Context: an optimization exercise on an open-source flow, tuned for small area, a short achievable clock period and few clock cycles per item. The choices shown serve that exercise and are no tape-out recipe.
In this exercise RTL edits were held to simulation tests only and were not proved equivalent to the original.
No activity file was given, so power comes from the tool's default toggle rates.

===== design/flow/config.mk =====
export PLATFORM = sky130hd
export DESIGN_NAME = le_lane
export DESIGN_NICKNAME = le_lane
export VERILOG_FILES = /design/flow/design.v
export SDC_FILE = /design/flow/constraint.sdc
export NUM_CORES = 4
export LEC_CHECK = 0
export CAP_MARGIN = 20
export CORE_MARGIN = 2
export CORE_UTILIZATION = 30
export SLEW_MARGIN = 20

===== design/flow/constraint.sdc =====
create_clock -name core_clock -period 25.0 [get_ports {clk}]
set_input_delay 5.0000 -clock core_clock [delete_from_list [all_inputs] [get_ports {clk}]]
set_output_delay 5.0000 -clock core_clock [all_outputs]
set_load 0.01 [all_outputs]

===== design/flow/design.v =====
module le_lane (
    input  wire        clk,
    input  wire        rst,           
    input  wire        start,
    input  wire [15:0] code,          
    input  wire [15:0] vref,          
    input  wire [15:0] sff,           
    input  wire [20:0] vlink_mv,      
    input  wire        vlink_ok,      
    input  wire        at_dmax,       
    input  wire [15:0] vscal,         
    input  wire [15:0] vlnom,         
    input  wire [31:0] kp,
    input  wire [31:0] ki,
    input  wire [31:0] kd,
    input  wire [31:0] dpole,
    input  wire [31:0] ll1_b0,
    input  wire [31:0] ll1_b1,
    input  wire [31:0] ll1_a1,
    input  wire [31:0] ll2_b0,
    input  wire [31:0] ll2_b1,
    input  wire [31:0] ll2_a1,
    input  wire [31:0] nb0,
    input  wire [31:0] nb1,
    input  wire [31:0] nb2,
    input  wire [31:0] na1,
    input  wire [31:0] na2,
    input  wire        nen,
    input  wire [15:0] dmax,
    input  wire [15:0] dmin,
    input  wire [15:0] imax,
    input  wire [15:0] llmax,
    input  wire [15:0] nmax,
    input  wire [15:0] ffmax,
    input  wire [14:0] emax,
    input  wire [5:0]  sat_clr,       
    output wire        ready,
    output reg         done,
    output reg  [15:0] duty,
    output reg  [16:0] vout,
    output reg  [15:0] err,
    output reg  [31:0] integ_out,
    output reg  [15:0] ratio,
    output reg  [5:0]  sat,
    output reg         frz_hi,
    output reg         frz_lo
);
    localparam signed [79:0] HI40 = 80'sh00_0000_007F_FFFF_FFFF;
    localparam signed [79:0] LO40 = -80'sh00_0000_0080_0000_0000;
    function signed [79:0] rnd;
        input signed [79:0] x;
        input integer       sh;
        reg   signed [79:0] h;
        begin
            h = 80'sd1 <<< (sh - 1);
            if (x >= 0)
                rnd = (x + h) >>> sh;
            else
                rnd = (x + h - 80'sd1) >>> sh;
        end
    endfunction
    function signed [79:0] lim;
        input signed [79:0] x;
        input signed [79:0] l;
        begin
            if (x > l)
                lim = l;
            else if (x < -l)
                lim = -l;
            else
                lim = x;
        end
    endfunction
    function signed [79:0] s40;
        input signed [79:0] x;
        begin
            if (x > HI40)
                s40 = HI40;
            else if (x < LO40)
                s40 = LO40;
            else
                s40 = x;
        end
    endfunction
    function signed [79:0] lim16;    
        input [15:0] l;
        begin
            lim16 = {51'd0, l, 13'd0};
        end
    endfunction
    localparam [5:0]
        S_IDLE  = 6'd0,
        S_VOUT  = 6'd1,    
        S_ERR   = 6'd2,    
        S_P     = 6'd3,    
        S_I     = 6'd4,    
        S_D1    = 6'd5,    
        S_D2    = 6'd6,    
        S_D3    = 6'd7,    
        S_U     = 6'd8,    
        S_L1A   = 6'd9,
        S_L1B   = 6'd10,
        S_L1C   = 6'd11,
        S_L1Y   = 6'd12,
        S_L2A   = 6'd13,
        S_L2B   = 6'd14,
        S_L2C   = 6'd15,
        S_L2Y   = 6'd16,
        S_N0    = 6'd17,
        S_N1    = 6'd18,
        S_N2    = 6'd19,
        S_N3    = 6'd20,
        S_N4    = 6'd21,
        S_NY    = 6'd22,
        S_FF    = 6'd23,   
        S_DIVI  = 6'd24,   
        S_DIV   = 6'd25,   
        S_RAT   = 6'd26,   
        S_W1    = 6'd27,   
        S_W2    = 6'd28;   
    reg [5:0] state;
    assign ready = (state == S_IDLE);
    reg [15:0] code_r, vref_r, sff_r;
    reg [20:0] vl_r;
    reg        vlok_r, atd_r;
    reg signed [39:0] integ, dst, l1x, l1y, l2x, l2y, nx1, nx2, ny1, ny2;
    reg signed [15:0] eprev;
    reg signed [15:0] e;
    reg        [16:0] vo;
    reg signed [47:0] p;
    reg signed [39:0] u;
    reg signed [79:0] acc;
    reg        [5:0]  fl;
    reg        [15:0] r;
    reg [38:0] dvd;      
    reg [22:0] rem;
    reg [38:0] quo;
    reg [5:0]  dcnt;
    reg signed [31:0] ma;
    reg signed [39:0] mb;
    wire signed [71:0] prod = ma * mb;
    always @(*) begin
        ma = 32'sd0;
        mb = 40'sd0;
        case (state)
            S_VOUT: begin ma = {16'd0, vscal};  mb = {24'd0, code_r}; end
            S_P:    begin ma = kp;     mb = {{24{e[15]}}, e}; end
            S_I:    begin ma = ki;     mb = {{24{e[15]}}, e}; end
            S_D1:   begin ma = kd;     mb = {{24{e[15]}}, e} - {{24{eprev[15]}}, eprev}; end
            S_D2:   begin ma = dpole;  mb = dst; end
            S_L1A:  begin ma = ll1_b0; mb = u;   end
            S_L1B:  begin ma = ll1_b1; mb = l1x; end
            S_L1C:  begin ma = ll1_a1; mb = l1y; end
            S_L2A:  begin ma = ll2_b0; mb = u;   end
            S_L2B:  begin ma = ll2_b1; mb = l2x; end
            S_L2C:  begin ma = ll2_a1; mb = l2y; end
            S_N0:   begin ma = nb0;    mb = u;   end
            S_N1:   begin ma = nb1;    mb = nx1; end
            S_N2:   begin ma = nb2;    mb = nx2; end
            S_N3:   begin ma = na1;    mb = ny1; end
            S_N4:   begin ma = na2;    mb = ny2; end
            S_W1:   begin ma = {16'd0, r}; mb = u; end
            default: ;
        endcase
    end
    wire signed [79:0] prod80 = {{8{prod[71]}}, prod};
    wire signed [79:0] vout_full = rnd(acc, 15);
    wire signed [17:0] e_raw     = $signed({2'b00, vref_r}) - $signed({1'b0, vout_full[16:0]});
    wire signed [17:0] emax_s    = {3'b000, emax};
    wire signed [17:0] e_sat     = (e_raw > emax_s) ? emax_s :
                                   (e_raw < -emax_s) ? -emax_s : e_raw;
    wire signed [79:0] kie       = prod80;
    wire signed [79:0] integ_sum = {{40{integ[39]}}, integ} + kie;
    wire signed [79:0] integ_lim = lim(integ_sum, lim16(imax));
    wire               frozen    = (frz_hi && kie > 0) || (frz_lo && kie < 0);
    wire signed [79:0] d_rnd     = rnd(acc, 29);
    wire signed [79:0] d_sat     = s40(d_rnd);
    wire signed [79:0] u_sum     = {{32{p[47]}}, p} + {{40{integ[39]}}, integ}
                                 + {{40{dst[39]}}, dst};
    wire signed [79:0] u_sat     = s40(u_sum);
    wire signed [79:0] y_rnd     = rnd(acc, 29);
    wire signed [79:0] y_ll      = lim(y_rnd, lim16(llmax));
    wire signed [79:0] y_n       = lim(y_rnd, lim16(nmax));
    wire signed [79:0] ff_sum    = {{40{u[39]}}, u} + ({{64{sff_r[15]}}, sff_r} <<< 13);
    wire signed [79:0] ff_lim    = lim(ff_sum, lim16(ffmax));
    wire        [22:0] dvs       = {1'b0, vl_r, 1'b0};       
    wire        [23:0] rem_sh    = {rem, dvd[38]};
    wire               rem_ge    = rem_sh >= {1'b0, dvs};
    wire signed [79:0] w_rnd     = rnd(acc, 14);
    wire signed [79:0] w_sat     = s40(w_rnd);
    wire               w_hi      = w_sat > lim16(dmax);
    wire               w_lo      = w_sat < lim16(dmin);
    wire signed [79:0] w_duty    = rnd(w_sat, 13);
    always @(posedge clk) begin
        if (rst) begin
            state     <= S_IDLE;
            done      <= 1'b0;
            code_r    <= 16'd0;
            vref_r    <= 16'd0;
            sff_r     <= 16'd0;
            vl_r      <= 21'd0;
            vlok_r    <= 1'b0;
            atd_r     <= 1'b0;
            integ     <= 40'sd0;
            dst       <= 40'sd0;
            l1x       <= 40'sd0;
            l1y       <= 40'sd0;
            l2x       <= 40'sd0;
            l2y       <= 40'sd0;
            nx1       <= 40'sd0;
            nx2       <= 40'sd0;
            ny1       <= 40'sd0;
            ny2       <= 40'sd0;
            eprev     <= 16'sd0;
            e         <= 16'sd0;
            vo        <= 17'd0;
            p         <= 48'sd0;
            u         <= 40'sd0;
            acc       <= 80'sd0;
            fl        <= 6'd0;
            r         <= 16'd0;
            dvd       <= 39'd0;
            rem       <= 23'd0;
            quo       <= 39'd0;
            dcnt      <= 6'd0;
            duty      <= 16'd0;
            vout      <= 17'd0;
            err       <= 16'd0;
            integ_out <= 32'd0;
            ratio     <= 16'd0;
            sat       <= 6'd0;
            frz_hi    <= 1'b0;
            frz_lo    <= 1'b0;
        end else begin
            done <= 1'b0;
            sat  <= sat & ~sat_clr;
            case (state)
                S_IDLE: begin
                    if (start) begin
                        code_r <= code;
                        vref_r <= vref;
                        sff_r  <= sff;
                        vl_r   <= vlink_mv;
                        vlok_r <= vlink_ok;
                        atd_r  <= at_dmax;
                        fl     <= 6'd0;
                        state  <= S_VOUT;
                    end
                end
                S_VOUT: begin
                    acc   <= prod80;
                    state <= S_ERR;
                end
                S_ERR: begin
                    vo    <= vout_full[16:0];
                    e     <= e_sat[15:0];
                    if (e_sat != e_raw)
                        fl[0] <= 1'b1;
                    state <= S_P;
                end
                S_P: begin
                    p     <= prod[47:0];
                    state <= S_I;
                end
                S_I: begin
                    if (!frozen) begin
                        integ <= integ_lim[39:0];
                        if (integ_lim != integ_sum)
                            fl[1] <= 1'b1;
                    end
                    state <= S_D1;
                end
                S_D1: begin
                    acc   <= prod80 <<< 29;
                    state <= S_D2;
                end
                S_D2: begin
                    acc   <= acc + prod80;
                    state <= S_D3;
                end
                S_D3: begin
                    dst   <= d_sat[39:0];
                    if (d_sat != d_rnd)
                        fl[1] <= 1'b1;
                    state <= S_U;
                end
                S_U: begin
                    u     <= u_sat[39:0];
                    if (u_sat != u_sum)
                        fl[1] <= 1'b1;
                    state <= S_L1A;
                end
                S_L1A: begin acc <= prod80;       state <= S_L1B; end
                S_L1B: begin acc <= acc + prod80; state <= S_L1C; end
                S_L1C: begin acc <= acc - prod80; state <= S_L1Y; end
                S_L1Y: begin
                    l1x <= u;
                    l1y <= y_ll[39:0];
                    u   <= y_ll[39:0];
                    if (y_ll != y_rnd)
                        fl[2] <= 1'b1;
                    state <= S_L2A;
                end
                S_L2A: begin acc <= prod80;       state <= S_L2B; end
                S_L2B: begin acc <= acc + prod80; state <= S_L2C; end
                S_L2C: begin acc <= acc - prod80; state <= S_L2Y; end
                S_L2Y: begin
                    l2x <= u;
                    l2y <= y_ll[39:0];
                    u   <= y_ll[39:0];
                    if (y_ll != y_rnd)
                        fl[2] <= 1'b1;
                    state <= nen ? S_N0 : S_FF;
                end
                S_N0: begin acc <= prod80;       state <= S_N1; end
                S_N1: begin acc <= acc + prod80; state <= S_N2; end
                S_N2: begin acc <= acc + prod80; state <= S_N3; end
                S_N3: begin acc <= acc - prod80; state <= S_N4; end
                S_N4: begin acc <= acc - prod80; state <= S_NY; end
                S_NY: begin
                    nx2 <= nx1;
                    nx1 <= u;
                    ny2 <= ny1;
                    ny1 <= y_n[39:0];
                    u   <= y_n[39:0];
                    if (y_n != y_rnd)
                        fl[3] <= 1'b1;
                    state <= S_FF;
                end
                S_FF: begin
                    u <= ff_lim[39:0];
                    if (ff_lim != ff_sum)
                        fl[4] <= 1'b1;
                    state <= S_DIVI;
                end
                S_DIVI: begin
                    dvd   <= ({23'd0, vlnom} * 39'd3276800) + {18'd0, vl_r};
                    rem   <= 23'd0;
                    quo   <= 39'd0;
                    dcnt  <= 6'd0;
                    if (vlok_r && vl_r != 21'd0)
                        state <= S_DIV;
                    else begin
                        r     <= 16'd16384;
                        state <= S_W1;
                    end
                end
                S_DIV: begin
                    if (rem_ge)
                        rem <= rem_sh[22:0] - dvs;
                    else
                        rem <= rem_sh[22:0];
                    quo  <= {quo[37:0], rem_ge};
                    dvd  <= {dvd[37:0], 1'b0};
                    dcnt <= dcnt + 6'd1;
                    if (dcnt == 6'd38)
                        state <= S_RAT;
                end
                S_RAT: begin
                    if (quo < 39'd8192) begin
                        r     <= 16'd8192;
                        fl[4] <= 1'b1;
                    end else if (quo > 39'd32768) begin
                        r     <= 16'd32768;
                        fl[4] <= 1'b1;
                    end else
                        r <= quo[15:0];
                    state <= S_W1;
                end
                S_W1: begin
                    acc   <= prod80;
                    state <= S_W2;
                end
                S_W2: begin
                    if (w_sat != w_rnd)
                        fl[4] <= 1'b1;
                    if (w_hi)
                        duty <= dmax;
                    else if (w_lo)
                        duty <= dmin;
                    else
                        duty <= w_duty[15:0];
                    frz_hi    <= w_hi || atd_r;
                    frz_lo    <= w_lo;
                    eprev     <= e;
                    err       <= e;
                    vout      <= vo;
                    integ_out <= integ[31:0];
                    ratio     <= r;
                    sat       <= (sat & ~sat_clr) | fl | {w_hi || w_lo, 5'd0};
                    done      <= 1'b1;
                    state     <= S_IDLE;
                end
                default: state <= S_IDLE;
            endcase
        end
    end
endmodule

===== design/flow/run.sh =====
#!/bin/bash
# synth_recipe.tcl (not shown) runs the flow's synth.tcl, then flattens the netlist and writes it again
# the make line also repeats each setting of config.mk as NAME=value (left out here)
make -C /OpenROAD-flow-scripts/flow DESIGN_CONFIG=/design/flow/config.mk WORK_HOME=/design/flow/orfs CLKGATE_MAP_FILE= SYNTH_SCRIPT=/design/flow/synth_recipe.tcl finish

==> metrics.md <==
| Metric | Value |
|---|---|
| Htree depth | 3 |
| GR Overflow Total | 0 |
| Adder-Cell Fraction of Synth Area | 30.6% |
| Largest family of logic cells by synthesized area | adder cells |
| Hold Buf Count CTS | 0 |
| MaxCap Viol Count | 0 |
| Slew Limit Fails | 0 |
| R2R Path Start | e[0]$_SDFFE_PP0P_ |
| First-pass GRT wire length | 872000 µm |
| Vias in the first global route | 123000 |
| Routed len/inst | 26.5 µm |
| Post-synthesis async set-or-reset flop share | 0% |
| Synthesized area per cell | slightly below 8 µm² |
| Clk slew on worst S/H paths | 70 ps |
| Critical path's slowest cell | nand4_1 |
| Most frequent cell on the critical path | fa_1 |
| Startpoint Class | primary input |
| Register area share after synthesis | 14.3% |
| Ys Warns | 1 |
| Die area | 432000 µm² |
| Yosys top cell by area | fa_1 |
| Starting Density | 30.2% |
| Slew HR | roughly 14% |
| Crit path max-delay family | adder cells |
| Nets | ~20000 |
| Synth cell types | about 120 |
| Routed WL | about 600000 µm |
| # rows | 239 |
| Flops & latches, synth | 911 |
| Antenna violations before repair | 78 |
| Mux share of post-synthesis cell area | 0.815% |
| Layout cell share with drive strength beyond 1 | 4.76% |
| Cells after synthesis | 16600 |
| Core ar. | 424000 µm² |
| Iteration-0 DRC count of the detailed router | about 15000 |
| Crit path kind | in2reg |
| Die Span Y | 657 µm |
| IO Pins | 811 |
| TritonCTS buffer count | 106 |
| Post CTS Setup Buffer Count | 0 |
| Number of synthesized flops with an enable pin | 0 |
| Critical Path AT | 22650 ps |
| Synth Area in XOR/XNOR | 5.05% |
| RSZ-0062 raised after global routing | no |
| Vias per inst | 5.67 |
| Top Registers | acc: 80 flops, p: 48 flops |
| Main area contributors after synthesis | fa_1 (22%), dfxtp_1 (14%), ha_1 (8.8%) |
| Core Util, Final | 34.6% |
| Slowest cell delay on critical path | 920 ps |
| Setup violations, final | 0 |
| Routed vias | about 130k |
| Final Skew | 152 ps |
| Largest register FFs | 80 |
| Post-synthesis cell area | 128000 µm² |
| Crit-path max FO | 23 |
| Post-layout min period | 22040 ps |
| Compound-gate portion of the synthesized area | 19.7% |
| Worst Tran Pin Value | around 1300 ps |
| Setup TNS Final | 0 ps |
| Hold Startpoint | nx1[3]$_SDFFE_PP0P_ |
| Post-synthesis simple-gate area fraction | 20.8% |
| Tightest Hold Check Type | reg2reg |
| Die Wd | 657 µm |
| Clock Root Buffer | clkbuf_16 |
| Final routed DRC violation total | 0 |
| Stages on worst setup path | 52 |
| Final ANT Viol Nets | 0 |
| GPL Wtd Cong | between 1 and 1.5 |
| Skew-Pair Late Insertion Delay | about 870 ps |
| Placed standard-cell area | 143000 µm² |
| Final Hold Fails | 0 |
| WP data required | 25610 ps |
| Pwr/cell area | 38.0 nW/µm² |
| Post-synth top area share | 21.7% |
| Max Fclk | 45.4 MHz |
| Crit. End Element | flip-flop |
| CP Buf/Inv Count | 7 |
| Hold_ws | 410 ps |
| Post-CTS resize count | 0 |
| Leak | 63.4 nW |
| CTS tree | built |
| Reg with most FFs | acc |
| Reg2Reg Depth | between 60 and 70 |
| Final Cell Area | 147000 µm² |
| Net count after synthesis | 19600 |
| Longest Clk Path Bufs | 3 |
| Clk sinks | between 900 and 1000 |
| Area grow syn2layout | 14.8% |
| Pre-antenna DRT Iters | 7 |
| Hold Path Depth | 2 |
| Port Buffer Count | 810 |
| DPL Wire Length | between 400000 and 500000 µm |
| Largest net degree at the start of global routing | 153 |
| Fin crit share | 88.2% |
| Most used DFF post-synth | dfxtp_1 |
| Crit path launch | nb1[24] |
| Peak VDD IR | 0.0739 mV |
| Status | timing/DRC/antenna clean |
| Total Routing Usage GR | 27.1% |
[synthesized netlist by cell type, types with 24 or more instances]
cell and number:
a21boi_0 46, a22oi_1 320, nand4_1 260, nand2_1 2284, o211ai_1 122, or2_2 46
and2_1 158, fa_1 1390, nand3b_1 27, a222oi_1 92, or3_1 69, a21oi_1 1335
and3_1 174, mux2i_1 85, nor4_1 136, o2111ai_1 25, a221o_1 35, xnor2_1 522
a21o_1 311, and4_1 62, nor3_1 356, nor2b_1 124, a211oi_1 142, nor2_1 1502
o31ai_1 49, a31oi_1 95, nand3_1 316, o21a_1 105, a2111oi_0 29, or4_1 41
nand2b_1 102, a22o_1 93, ha_1 904, o21bai_1 72, xor2_1 214, buf_1 71
clkbuf_1 831, o21ai_0 484, dfxtp_1 911, inv_1 1963, o211a_1 34, buf_2 52
a211o_1 24, a221oi_1 127
[per-layer routing]
layer  vias to the layer above  part of all wire, %  GRT usage, %
met3                      1382                   10          6.18
met2                      7029                   43          41.3
met5                         -                0.033             0
met1                     63300                   40          34.9
met4                        28                  7.1          16.2
li1                      57100                    -             -
[where the power goes]
| part | internal [mW] | switching [mW] | leakage (nW) |
|---|---|---|---|
| Sequential | 1.47 | 0.0601 | 7.36 |
| Combinational | 0.846 | 1.49 | 54.2 |
| Clock | 0.953 | 0.761 | 1.83 |
[through the flow]
stage / power, mW / cells / setup WS, ps
after floorplan: 3.03 / 16600 / 5430
after global placement: 3.81 / 22500 / 2840
after detailed placement: 3.82 / 22500 / 2690
after CTS: 5.53 / 22700 / 3370
after global routing: 5.82 / 22700 / 2060
final: 5.59 / 22700 / 2960
[worst min-delay path: cells and delay by family, from the launching register on]
family | cells | cell delay (ps)
flops | 1 | 320
compound gates | 1 | 50
simple gates | 1 | 60
[kinds of logic (layout without fill, tap and decap cells)]
kind of cell / count (synthesis) / count (layout)
xor gates and xnor gates: 737 / 737
DFF: 911 / 911
buffers and inverters: 2940 / 3352
AOI/OAI and AO/OA: 3825 / 3825
adders and majority gates: 2294 / 2294
muxes: 101 / 101
and+or+nand+nor: 5790 / 5790
other: 0 / 40
[path summary, 6_finish.rpt]
kind                                             to  slack [ps]
worst max-delay path             fl[1]$_SDFFE_PP0P_        2960
worst min-delay path            nx2[3]$_SDFFE_PP0P_         410
worst max register to register   fl[1]$_SDFFE_PP0P_        4010
worst min register to register  nx2[3]$_SDFFE_PP0P_         410
[cell usage in the layout (no fill, tap or decap), types with 35 or more instances in the layout]
master,count
nand2b_1,102
a22oi_1,320
or4_1,41
fa_1,1390
nor3_1,352
a211oi_1,139
o21ai_0,481
clkdlybuf4s50_1,809
o211ai_1,122
mux2i_1,83
nand3_1,314
nand4_1,260
a21boi_0,46
ha_1,904
and3_1,172
xor2_1,210
a221oi_1,127
nor4_1,135
a21oi_1,1332
o21a_1,105
xnor2_1,507
o21bai_1,72
a31oi_1,92
a222oi_1,92
and2_1,155
and4_1,62
or2_2,46
nor2_1,1471
dfxtp_1,910
or3_1,69
buf_4,371
clkbuf_16,106
a22o_1,93
a21o_1,311
inv_1,1962
a221o_1,35
o31ai_1,48
nand2_1,2278
diode_2,40
nor2b_1,124
[area by class of cell]
| type | instances | area (µm²) |
|---|---|---|
| Fill cell | 44800 | 277000 |
| Multi-Input combinational cell | 12700 | 99300 |
| Sequential cell | 911 | 18200 |
| Timing Repair Buffer | 1186 | 11000 |
| Inverter | 1967 | 7380 |
| Tap cell | 5663 | 7090 |
| Clock buffer | 138 | 2950 |
| Clock inverter | 61 | 827 |
| Antenna cell | 40 | 100 |
Testbench counts, summed over its fixed seeds: cycles 200,380, items 3,200.

static timing again, ports no longer ideal:
The results above use ideal ports. As a check the final layout listed here was re-extracted and re-timed, cells and wires unchanged. Step 1 assumes that a clkbuf_16 drives the clock port and a buf_2 every other input. Step 2 times the ports against the registers' clock, not the clock port: input delays grow and output delays shrink by t, the midpoint of the rising clock arrivals with the driver on. Slacks: ideal / step 1 / step 2; pairs: ideal / step 1.
t, ns: 0.883
setup slack, ns: 2.959 / 3.006 / 2.122
worst setup path after step 2: input to register
clock arrival spread, ns: 0.157 / 0.157
After both steps setup and hold are still met in this run. The setup slack of this run moves by +0.047 ns with the drivers and by -0.837 ns with both steps.
